This is an optimization exercise on Yosys and OpenROAD, whose aim is small area, a short achievable clock period and few clock cycles per item, not a production implementation. The RTL of this run was laid out without a check of its function. Power is estimated from default activity; no workload was simulated.

===== standard.sh =====
#!/bin/bash
# synth_recipe.tcl (not shown) runs the flow's synth.tcl, then flattens the netlist and writes it again
# the make line also repeats each setting of config.mk as NAME=value (left out here)
make -C /OpenROAD-flow-scripts/flow DESIGN_CONFIG=/design/flow/config.mk WORK_HOME=/design/flow/orfs CLKGATE_MAP_FILE= SYNTH_SCRIPT=/design/flow/synth_recipe.tcl "${@:-finish}"

===== flow/run.sh =====
#!/bin/bash
set -euo pipefail
sed "s/CLKGATE_MAP_FILE= /CLKGATE_MAP_FILE= SETUP_SLACK_MARGIN=6.3 'BUFFER_PORTS_ARGS=-buffer_cell sky130_fd_sc_hd__buf_2' /" standard.sh > standard_margin.sh
bash standard_margin.sh > make_flow.log 2>&1

===== constraint.sdc =====
create_clock -name core_clock -period 10.0 [get_ports {clk}]
set_input_delay 2.0000 -clock core_clock [delete_from_list [all_inputs] [get_ports {clk}]]
set_output_delay 2.0000 -clock core_clock [all_outputs]
set_load 0.01 [all_outputs]

===== design.v =====
module winnow_dec (
    input  wire        clk,
    input  wire        rst,
    input  wire        in_valid,
    output wire        in_ready,
    input  wire [7:0]  in_data,
    input  wire [6:0]  in_n,
    output wire        out_valid,
    input  wire        out_ready,
    output wire [31:0] out_data,
    output wire        out_last
);
    localparam S_HDR  = 2'd0;      
    localparam S_FLAG = 2'd1;      
    localparam S_RAW  = 2'd2;      
    localparam S_BITS = 2'd3;      
    localparam D_CODE = 1'b0;      
    localparam D_ESC  = 1'b1;      
    reg [1:0]  st;
    reg        ds;
    reg [6:0]  n;
    reg [4:0]  kk;
    reg [2:0]  lgk;                
    reg        fc;
    reg [1:0]  mode;
    reg [6:0]  cnt;                
    reg [1:0]  wc;                 
    reg        warm;               
    reg [5:0]  ar;                 
    reg [1:0]  bi;                 
    reg        irdy;               
    reg [511:0] ring;              
    reg [5:0]  s;                  
    reg [7:0]  flag_c;
    reg [31:0] fbuf;               
    reg [1:0]  c2;                 
    reg        fok;                
    reg [39:0] W;                  
    reg [5:0]  bcnt;
    reg        le32;               
    reg [7:0]  ib;                 
    reg        ibv;
    reg        rdyb;               
    reg        more;               
    reg [6:0]  lbr;                
    reg [4:0]  qacc;               
    reg        uv;
    reg [23:0] u;                  
    reg        up1, up2;           
    reg [7:0]  uflag;
    reg        ulast;
    reg        ov;
    reg [31:0] out_word;
    reg        olast;
    reg [23:0] x2;
    wire [23:0] x1 = out_word[31:8];
    assign in_ready  = irdy;
    assign out_valid = ov;
    assign out_data  = out_word;
    assign out_last  = olast;
    wire s2go    = uv && (!ov || out_ready);
    wire s1_free = !uv || s2go;
    wire [7:0] tap     = ring[32*s[5:2] +: 8];
    wire       tap_cur = (s[1:0] == 2'd0);
    wire       flag_ok = fc || fok || tap_cur;
    wire [1:0] fslot   = c2 + s[1:0];
    wire in_hdr  = (st == S_HDR);
    wire in_flag = (st == S_FLAG);
    wire in_raw  = (st == S_RAW);
    wire in_bits = (st == S_BITS);
    wire in_fire = in_valid && irdy;
    wire fetch   = in_fire && in_bits;
    wire merge   = ibv && le32;
    wire raw4    = in_fire && in_raw && (bi == 2'd3);
    wire        ones8   = &W[7:0];                   
    wire        ones4   = &W[3:0];                   
    wire [1:0]  t2      = !W[0] ? 2'd0 : !W[1] ? 2'd1 : !W[2] ? 2'd2 : 2'd3;
    wire        zero_in = !ones4 && ({4'd0, t2} < bcnt);
    wire [6:0]  bk      = {1'b0, bcnt} + {2'b11, ~kk};   
    wire        fits    = !bk[6] && ({4'd0, t2} <= bk[5:0]);   
    wire        take8   = ones8 && (qacc <= 5'd24);
    wire        take4   = ones4 && (qacc <= 5'd28);
    wire        code_st = (ds == D_CODE) && !warm;
    wire [1:0]  tsel    = code_st ? t2 : 2'd0;
    wire [5:0]  c_code  = ar + {4'd0, tsel};
    wire [25:0] wsh    = W[26:1] >> t2;
    wire [22:0] kmask  = ~(23'h7FFFFF << kk);
    wire [22:0] low    = wsh[22:0] & kmask;
    wire [24:0] k1     = 25'd1 << kk;
    wire [24:0] qaccK  = {20'd0, qacc} << kk;
    wire [24:0] u_rice = qaccK | (t2[0] ? k1 : 25'd0) | (t2[1] ? {k1[23:0], 1'b0} : 25'd0) |
                         {2'd0, low};
    reg        go;                 
    reg        emit;
    reg        wait_bits;          
    reg [1:0]  csel;               
    reg [23:0] u_n;
    reg        warm_n;
    reg        ds_n;
    reg [4:0]  qacc_n;
    always @(*) begin
        go        = 1'b0;
        emit      = 1'b0;
        wait_bits = 1'b0;
        csel      = 2'd0;
        u_n       = u_rice[24:1] ^ {24{u_rice[0]}};
        warm_n    = 1'b0;
        ds_n      = ds;
        qacc_n    = qacc;
        if (ds == D_ESC) begin
            if (bcnt >= 6'd27) begin
                go     = 1'b1;
                emit   = 1'b1;
                u_n    = W[24:1] ^ {24{W[0]}};
                ds_n   = D_CODE;
            end else
                wait_bits = 1'b1;
        end else if (warm) begin
            if (bcnt >= 6'd24) begin
                go     = 1'b1;
                emit   = 1'b1;
                u_n    = W[23:0];
                warm_n = 1'b1;
            end else
                wait_bits = 1'b1;
        end else if (take8) begin
            go     = 1'b1;
            csel   = 2'd2;
            qacc_n = qacc + 5'd8;
            ds_n   = (qacc == 5'd24) ? D_ESC : D_CODE;
        end else if (take4) begin
            go     = 1'b1;
            csel   = 2'd1;
            qacc_n = qacc + 5'd4;
            ds_n   = (qacc == 5'd28) ? D_ESC : D_CODE;
        end else if (zero_in && fits) begin
            go     = 1'b1;
            emit   = 1'b1;
            qacc_n = 5'd0;
        end else
            wait_bits = 1'b1;
        if (!in_bits || (emit && !(s1_free && flag_ok))) begin
            go     = 1'b0;
            emit   = 1'b0;
            ds_n   = ds;
            qacc_n = qacc;
        end
        if (!in_bits)
            wait_bits = 1'b0;
    end
    wire [5:0]  c = (csel == 2'd2) ? 6'd8 : (csel == 2'd1) ? 6'd4 : c_code;
    wire last_code = (cnt == 7'd0);
    wire end_bits  = emit && last_code;
    wire        direct = fetch && !ibv && wait_bits;
    wire [7:0]  ins_b  = ibv ? ib : in_data;
    wire [39:0] W_ins  = W | ((merge || direct) ? ({32'd0, ins_b} << bcnt) : 40'd0);
    wire [5:0]  bpos   = (ds == D_ESC) ? bcnt - 6'd27 : warm ? bcnt - 6'd24 : bk[5:0];   
    wire [39:0] W_a    = (W >> ar) | (merge ? ({32'd0, ib} << bpos) : 40'd0);
    wire [39:0] W_sh   = (csel == 2'd2) ? (W_ins >> 8) :
                         (csel == 2'd1) ? (W_ins >> 4) : (W_a >> tsel);
    wire [39:0] W_next = go ? W_sh : W_ins;
    wire [5:0]  bcnt_m = bcnt + (merge ? 6'd8 : 6'd0);
    wire [5:0]  xm     = bpos + (merge ? 6'd8 : 6'd0);      
    wire [5:0]  xm_t   = xm - {4'd0, tsel};
    reg         le_x;                                     
    always @(*) begin
        case (tsel)
            2'd0:    le_x = !xm[5] || (xm == 6'd32);
            2'd1:    le_x = !xm[5] || (xm <= 6'd33);
            2'd2:    le_x = !xm[5] || (xm <= 6'd34);
            default: le_x = !xm[5] || (xm <= 6'd35);
        endcase
    end
    wire [5:0]  bcnt_g = (csel == 2'd2) ? bcnt_m - 6'd8 : (csel == 2'd1) ? bcnt_m - 6'd4 : xm_t;
    wire        le32_g = (csel == 2'd2) ? 1'b1 : (csel == 2'd1) ? (bcnt_m <= 6'd36) : le_x;
    wire [5:0]  bcnt_n = go ? bcnt_g : (direct ? bcnt + 6'd8 : bcnt_m);
    wire        le32_n = go ? le32_g : (direct ? (bcnt <= 6'd24) : (bcnt_m <= 6'd32));
    wire [6:0]  cnt1    = (cnt == 7'd0) ? 7'd0 : cnt - 7'd1;
    wire [10:0] rest_sh = {4'd0, cnt1} << lgk;
    wire [5:0]  rest_lb = (rest_sh[10:6] != 5'd0) ? 6'd63 : rest_sh[5:0];
    wire [6:0]  held    = {1'b0, bcnt} + (ibv ? 7'd8 : 7'd0);
    wire        lb_a0   = held < lbr;
    wire        lb_a1   = (held + 7'd8) < lbr;
    wire        more_n  = wait_bits && !ibv && !fetch;
    wire        ibv_n  = in_bits && ((fetch && !direct) || (ibv && !merge));
    wire        rdyb_n = in_bits ? (more_n || (fetch ? lb_a1 : lb_a0)) : 1'b1;
    wire        le32_x = in_bits ? le32_n : 1'b1;
    wire        uv_n   = emit || (uv && !s2go);
    wire        ov_n   = s2go || raw4 || (ov && !out_ready);
    wire [1:0]  bi_n   = (in_fire && in_raw) ? bi + 2'd1 : (in_hdr ? 2'd0 : bi);
    wire        hdr_fire = in_hdr && in_fire;
    wire [1:0]  wc_n   = hdr_fire ? ((in_data[1:0] == 2'd3) ? 2'd0 : in_data[1:0]) :
                         (emit && warm_n) ? wc - 2'd1 : wc;
    wire [4:0]  kp1_n  = (hdr_fire ? in_data[7:3] : kk) + 5'd1;
    wire        ds_x   = hdr_fire ? D_CODE : ds_n;
    wire [5:0]  ar_n   = (ds_x == D_ESC) ? 6'd27 : (wc_n != 2'd0) ? 6'd24 : {1'b0, kp1_n};
    reg  [1:0]  st_n;
    always @(*) begin
        st_n = st;
        case (st)
            S_HDR:  if (in_fire) st_n = (in_data[1:0] == 2'd3) ? S_RAW : S_FLAG;
            S_FLAG: if (in_fire && (fc || last_code)) st_n = S_BITS;
            S_RAW:  if (raw4 && last_code) st_n = S_HDR;
            default: if (end_bits) st_n = S_HDR;
        endcase
    end
    reg  [1:0]  irdy_v;
    reg         fire_v, fetch_v, raw4_v, ibv_v, rdyb_v, s0_v;
    reg  [1:0]  bi_v, st_v;
    reg         ov_v;
    integer     vv;
    always @(*) begin
        for (vv = 0; vv < 2; vv = vv + 1) begin
            fire_v  = (vv == 1) && irdy;
            fetch_v = fire_v && in_bits;
            raw4_v  = fire_v && in_raw && (bi == 2'd3);
            ibv_v   = in_bits && ((fetch_v && !(!ibv && wait_bits)) || (ibv && !merge));
            rdyb_v  = in_bits ? ((wait_bits && !ibv && !fetch_v) || (fetch_v ? lb_a1 : lb_a0)) : 1'b1;
            ov_v    = s2go || raw4_v || (ov && !out_ready);
            bi_v    = (fire_v && in_raw) ? bi + 2'd1 : (in_hdr ? 2'd0 : bi);
            s0_v    = in_hdr || (in_flag && (fire_v || s == 6'd63));
            st_v    = st;
            case (st)
                S_HDR:  if (fire_v) st_v = (in_data[1:0] == 2'd3) ? S_RAW : S_FLAG;
                S_FLAG: if (fire_v && (fc || last_code)) st_v = S_BITS;
                S_RAW:  if (raw4_v && last_code) st_v = S_HDR;
                default: if (end_bits) st_v = S_HDR;
            endcase
            case (st_v)
                S_HDR:   irdy_v[vv] = 1'b1;
                S_FLAG:  irdy_v[vv] = (in_hdr ? in_data[2] : fc) || s0_v;
                S_RAW:   irdy_v[vv] = !uv_n && (bi_v != 2'd3 || !ov_v);
                default: irdy_v[vv] = rdyb_v && (!ibv_v || le32_x);
            endcase
        end
    end
    wire irdy_n = in_valid ? irdy_v[1] : irdy_v[0];
    wire [23:0] e  = u;
    wire [23:0] pa = (x1 & {24{up1}}) | ({x1[22:0], 1'b0} & {24{up2}});
    wire [23:0] pb = ~x2 & {24{up2}};
    wire        pc = up2;
    wire [23:0] cs_s = e ^ pa ^ pb;
    wire [23:0] cs_c = (e & pa) | (e & pb) | (pa & pb);
    wire [23:0] x    = cs_s + {cs_c[22:0], pc};
    always @(posedge clk) begin
        ring <= {ring[503:0], (in_fire && in_flag) ? in_data : ring[511:504]};
    end
    always @(posedge clk) begin
        fbuf[8*fslot +: 8] <= tap;
        if (fetch && !direct)
            ib <= in_data;
        if (s2go) begin
            out_word <= {x, uflag};
            olast    <= ulast;
            x2       <= x1;
        end else if (raw4) begin
            out_word <= {in_data, u[23:0]};
            olast    <= last_code;
        end
        if (emit) begin
            u     <= u_n;
            up1   <= !warm_n && (mode == 2'd1);
            up2   <= !warm_n && (mode == 2'd2);
            uflag <= fc ? flag_c : tap_cur ? tap : fbuf[8*c2 +: 8];
            ulast <= last_code;
        end else if (in_fire && in_raw) begin
            u[8*bi +: 8] <= in_data;
        end
    end
    always @(posedge clk) begin
        if (rst) begin
            st    <= S_HDR;
            irdy  <= 1'b1;
            ds    <= D_CODE;
            n     <= 7'd1;
            kk    <= 5'd0;
            lgk   <= 3'd0;
            fc    <= 1'b0;
            mode  <= 2'd0;
            cnt   <= 7'd0;
            wc    <= 2'd0;
            warm  <= 1'b0;
            ar    <= 6'd1;
            bi    <= 2'd0;
            s     <= 6'd0;
            flag_c <= 8'd0;
            c2    <= 2'd0;
            fok   <= 1'b0;
            W     <= 40'd0;
            bcnt  <= 6'd0;
            le32  <= 1'b1;
            ibv   <= 1'b0;
            rdyb  <= 1'b0;
            lbr   <= 7'd0;
            more  <= 1'b0;
            qacc  <= 5'd0;
            uv    <= 1'b0;
            ov    <= 1'b0;
        end else begin
            st   <= st_n;
            irdy <= irdy_n;
            ov   <= ov_n;
            uv   <= uv_n;
            bi   <= bi_n;
            W    <= in_bits ? W_next : 40'd0;
            bcnt <= in_bits ? bcnt_n : 6'd0;
            le32 <= le32_x;
            ibv  <= ibv_n;
            more <= in_bits && more_n;
            rdyb <= rdyb_n;
            lbr  <= {2'd0, kk} + {1'b0, rest_lb} + 7'd1;
            ds   <= ds_n;
            wc   <= wc_n;
            warm <= (wc_n != 2'd0);
            ar   <= ar_n;
            qacc <= qacc_n;
            case (st)
                S_HDR: begin
                    s <= 6'd0;
                    if (in_fire) begin
                        n    <= in_n;
                        cnt  <= in_n - 7'd1;
                        kk   <= in_data[7:3];
                        lgk  <= (in_data[7:3] >= 5'd15) ? 3'd4 :
                                (in_data[7:3] >= 5'd7)  ? 3'd3 :
                                (in_data[7:3] >= 5'd3)  ? 3'd2 :
                                (in_data[7:3] >= 5'd1)  ? 3'd1 : 3'd0;
                        fc   <= in_data[2];
                        mode <= in_data[1:0];
                        ds   <= D_CODE;
                        qacc <= 5'd0;
                    end
                end
                S_FLAG: begin
                    c2  <= 2'd0;
                    fok <= 1'b0;
                    if (in_fire) begin
                        flag_c <= in_data;
                        cnt    <= cnt - 7'd1;
                        if (fc || last_code) begin
                            cnt <= n - 7'd1;
                            s   <= n[5:0] - 6'd1;
                        end
                    end else begin
                        s <= s + 6'd1;
                    end
                end
                S_RAW: begin
                    if (raw4)
                        cnt <= cnt - 7'd1;
                end
                default: begin  
                    s <= emit ? s : s + 6'd1;
                    if (tap_cur)
                        fok <= 1'b1;
                    if (emit)
                        c2 <= c2 + 2'd1;
                    if (emit) begin
                        cnt <= cnt - 7'd1;
                    end
                end
            endcase
        end
    end
endmodule

===== config.mk =====
export PLATFORM = sky130hd
export DESIGN_NAME = winnow_dec
export DESIGN_NICKNAME = winnow_dec
export VERILOG_FILES = /design/flow/design.v
export SDC_FILE = /design/flow/constraint.sdc
export NUM_CORES = 4
export LEC_CHECK = 0
export CAP_MARGIN = 20
export CORE_MARGIN = 2
export CORE_UTILIZATION = 40
export CTS_CLUSTER_DIAMETER = 80
export CTS_CLUSTER_SIZE = 24
export SLEW_MARGIN = 20
export TNS_END_PERCENT = 5

==> notes.md <==
-- metal layers --
metal	wire [um]	track usage [%]	part of all wire, %
met1	44300	30.8	43
met2	45900	34.4	45
met3	8540	4.16	8.3
met4	4180	8.30	4.1
met5	48	0	0.047
-- final cells by class --
class | instances | area, um^2 | area share (%)
flip-flops and latches | 762 | 16300 | 42.2
multi-input cells | 2176 | 17400 | 45.0
diodes | 1 | 2.50 | 0.00649
repair buffers | 156 | 1360 | 3.52
inverters | 186 | 748 | 1.94
well taps | 1144 | 1430 | 3.71
clock inverters | 16 | 244 | 0.632
clock buffers | 49 | 1140 | 2.96
-- cell usage in the layout (no fill, tap or decap), drive strengths merged, types with 17 or more instances in the layout --
cell type	n
a21oi	197
a211oi	62
a21o	35
nand2	311
a31oi	44
o22ai	22
and3	17
nor2	175
edfxtp	100
xor2	32
and2	23
fa	27
clkbuf	56
dfxtp	662
a22oi	71
mux2	37
a221oi	68
nor3	69
mux2i	93
buf	149
inv	190
o21a	21
nand3	37
nand2b	44
a32oi	20
nor2b	28
ha	83
o211ai	25
xnor2	77
mux4	121
o21ai	200
-- synth_stat cells (27+ instances only) --
cell      instances  area [um^2]
ha_1             83         1040
inv_1           172          646
a31oi_1          40          250
clkbuf_1        143          537
a22oi_1          71          533
edfxtp_1        100         3000
buf_1            28          105
mux2_2           29          327
mux4_2          121         2730
dfxtp_1         662        13300
nand3_1          36          180
a221oi_1         64          561
nor2_1          174          653
o21ai_0         177          886
a21oi_1         194          971
fa_1             27          541
nor3_1           65          325
xor2_1           32          280
mux2i_1          92          921
nand2b_1         44          275
a21o_1           35          263
nor2b_1          28          175
buf_2            50          250
xnor2_1          77          674
nand2_1         310         1160
a211oi_1         60          450
-- cell families after synthesis --
| kind of cell | after synthesis |
|---|---|
| simple gates | 764 |
| mux | 251 |
| xor+xnor | 109 |
| flops | 762 |
| buf+inv | 421 |
| compound gates | 938 |
| fa+ha+maj | 111 |
-- critical path, cell delays in order, from the launching register on --
cell and delay, ns:
dfxtp_1 0.32, buf_4 0.29, inv_4 0.14, ha_1 0.37
nor2_1 0.07, a21oi_2 0.29, o32a_1 0.28, nand2_4 0.11
buf_12 0.16, buf_4 0.15, nor3_2 0.51, a221oi_2 0.19
a22oi_1 0.45, a222oi_1 0.17, a31oi_1 0.15
-- sequential cells by signal, summed over array words and instances, names as in the netlist, 24 cells and up --
name      cells
W            40
fbuf         32
out_word     32
ring        512
u            24
x2           24
-- repair_timing --
action	CTS	global route
setup endpoints to repair	162	137
pin swaps	10	34
resized for setup	116	128
setup buffers	19	24
cloned	3	5
-- worst max-delay path by stage --
stage               endpoint  slack, ns  cells past startpoint
finish                 W[21]       6.21                     14
global route          lbr[5]       6.15                     17
CTS                   lbr[5]       6.20                     17
detailed placement      s[3]       4.83                     15
global placement        s[1]       4.90                     15
floorplan              olast       6.00                      5
-- metrics by stage --
stage	cell area [um^2]	instances	power, mW	setup WS (ns)
finish	38600	4490	6.34	6.21
global route	38600	4490	6.61	6.15
CTS	37800	4460	6.31	6.20
detailed placement	35700	4373	4.36	4.83
global placement	35700	4372	4.35	4.90
floorplan	34600	3356	4.07	6.00
-- power groups by stage --
stage                     Sequential, mW  Clock [mW]  Combinational [mW]
final                               3.30        1.93                1.11
after global routing                3.31        2.10                1.20
after CTS                           3.30        1.98                1.04
after detailed placement            3.36           0               0.992
after global placement              3.36           0               0.992
after floorplan                     3.33           0               0.736
==> results.yml <==
drt:
  final_antenna_net_count: 0
  finalWirelength_mm: 103
  num_vias: 26700
  via_per_inst: 5.95
  post-route-drc-count: 0
  drt_iter0_drc: 3173
  dr.pass1.iters: 8
  wl_per_cell_um: 22.9
global_routing:
  grt_usage_pct: 22.2
  grt_pass1_wl_mm: 155
  grt_start_max_net_pins: 70
  grt_pass1_vias: 25100
  overflow: 0
  antenna_found_initial: 5
timing:
  setup_tns_ns: 0
  max_freq_ghz: 0.264
  finalHoldViolCount: 0
  holdWs_ns: 0.321
  worst_pin_slew_ns: 1.24
  min_period_over_period_pct: 37.9
  drv_slew: 0
  clock_skew_ns: 0.0564
  period_needed_ns: 3.79
  rsz0062_at_grt: "yes"
  report.final.setup_viol: 0
  slew_headroom_pct: 16.5
synth:
  seq_area_frac_synth_pct: 47.0
  syn_avg_cell_area_um2: 10.3
  synth-edff-count: 100
  synth_top_family_by_area: "compound AO/OA/AOI/OAI gates"
  synthXorXnorAreaFrac_pct: 2.76
  synth_adder_area_share_pct: 4.59
  synth_area_um2: 34600
  synthSimpleGateAreaFrac_pct: 10.2
  async_reset_ff_share_pct: 0
  synth-compound-area-share_pct: 18.7
  synthCells: 3356
  synth_cell_types: 102
  ys_ff_latch: 762
  syn_nets: 3485
  ys_warn_count: 1
  muxShareOfSynthArea_pct: 11.8
  ys.flop_type: "dfxtp_1"
place:
  dp_hpwl_mm: 70.1
  port_buffers: 53
  gp_congestion: 1.01
critical_path:
  r2r-start: "kk[3]"
  reg2reg_depth: 14
  start_kind: "register"
  worst-path-max-fanout: 20
  reg2reg_to: "W[21]"
  startpoint: "kk[3]"
  end_kind: "register"
  crit_required_ns: 10.52
  critPathKind: "reg -> reg"
  ff2ff_setup_slack_ns: 6.21
  crit_arrival_ns: 4.30
floorplanning:
  rows: 107
  fp.coreArea_um2: 85400
  die_h_um: 298
  die-area_um2: 88800
  initial_core_util_pct: 40.5
  ios: 54
  die_w_um: 298
pwr:
  switching_share_pct: 28.8
  ir_worst_vdd_uv: 183
  pwr-share-seq_pct: 52.0
  netSwitchingPower_mw: 1.83
  internal_power_mw: 4.52
  powerDensity_nw_per_um2: 164
  share_comb_of_total_power_pct: 17.5
  p_clk_share_pct: 30.5
  leakagePower_nw: 14.2
cts:
  hold_buffers: 0
  cts.sinks: 762
  root_buffer: "clkbuf_16"
  clock_latency_ns: 0.64
  cts_made_buffers: 44
  htreeDepth: 2
  clock_path_buffers: 3
  clk_pin_slew_ns: 0.10
  cts_tree: "yes"
cells_and_area:
  drive_gt1_share_pct: 17.0
  fillerInstances: 8127
  layout.nets: 3455
  utilization_pct: 45.2
  area_growth_pct: 11.6
worst_hold_path:
  whs_endpoint: "ring[133]"
  hold_path.class: "reg -> reg"
  whs_path_depth: 0
  hp-start: "ring[125]"
run:
  cap_violations: 0
status:
  outcome: "no timing/DRC/antenna violations"

## static timing again, ports no longer ideal
In the flow no input, the clock included, has a driving cell. The finished layout below was timed again as built, in two steps.
Step 1, drivers: a clkbuf_16 drives clk and a buf_2 each remaining input, both assumed.
Step 2 adds t to the input delays and takes it off the output delays; t is the mean of the earliest and latest rising clock arrival at the registers after step 1. Input paths then give back, and output paths get back, about the clock's delay inside the block.
Three values: no drivers, after step 1, after step 2; two values: the first two.
t, ns: 0.668
setup WS [ns]: 6.213 / 6.213 / 5.622
worst slew at a driven data input, ns: 0.06
After both steps setup and hold are still met in this run. The setup slack of this run moves by 0.000 ns with the drivers and by -0.591 ns with both steps.
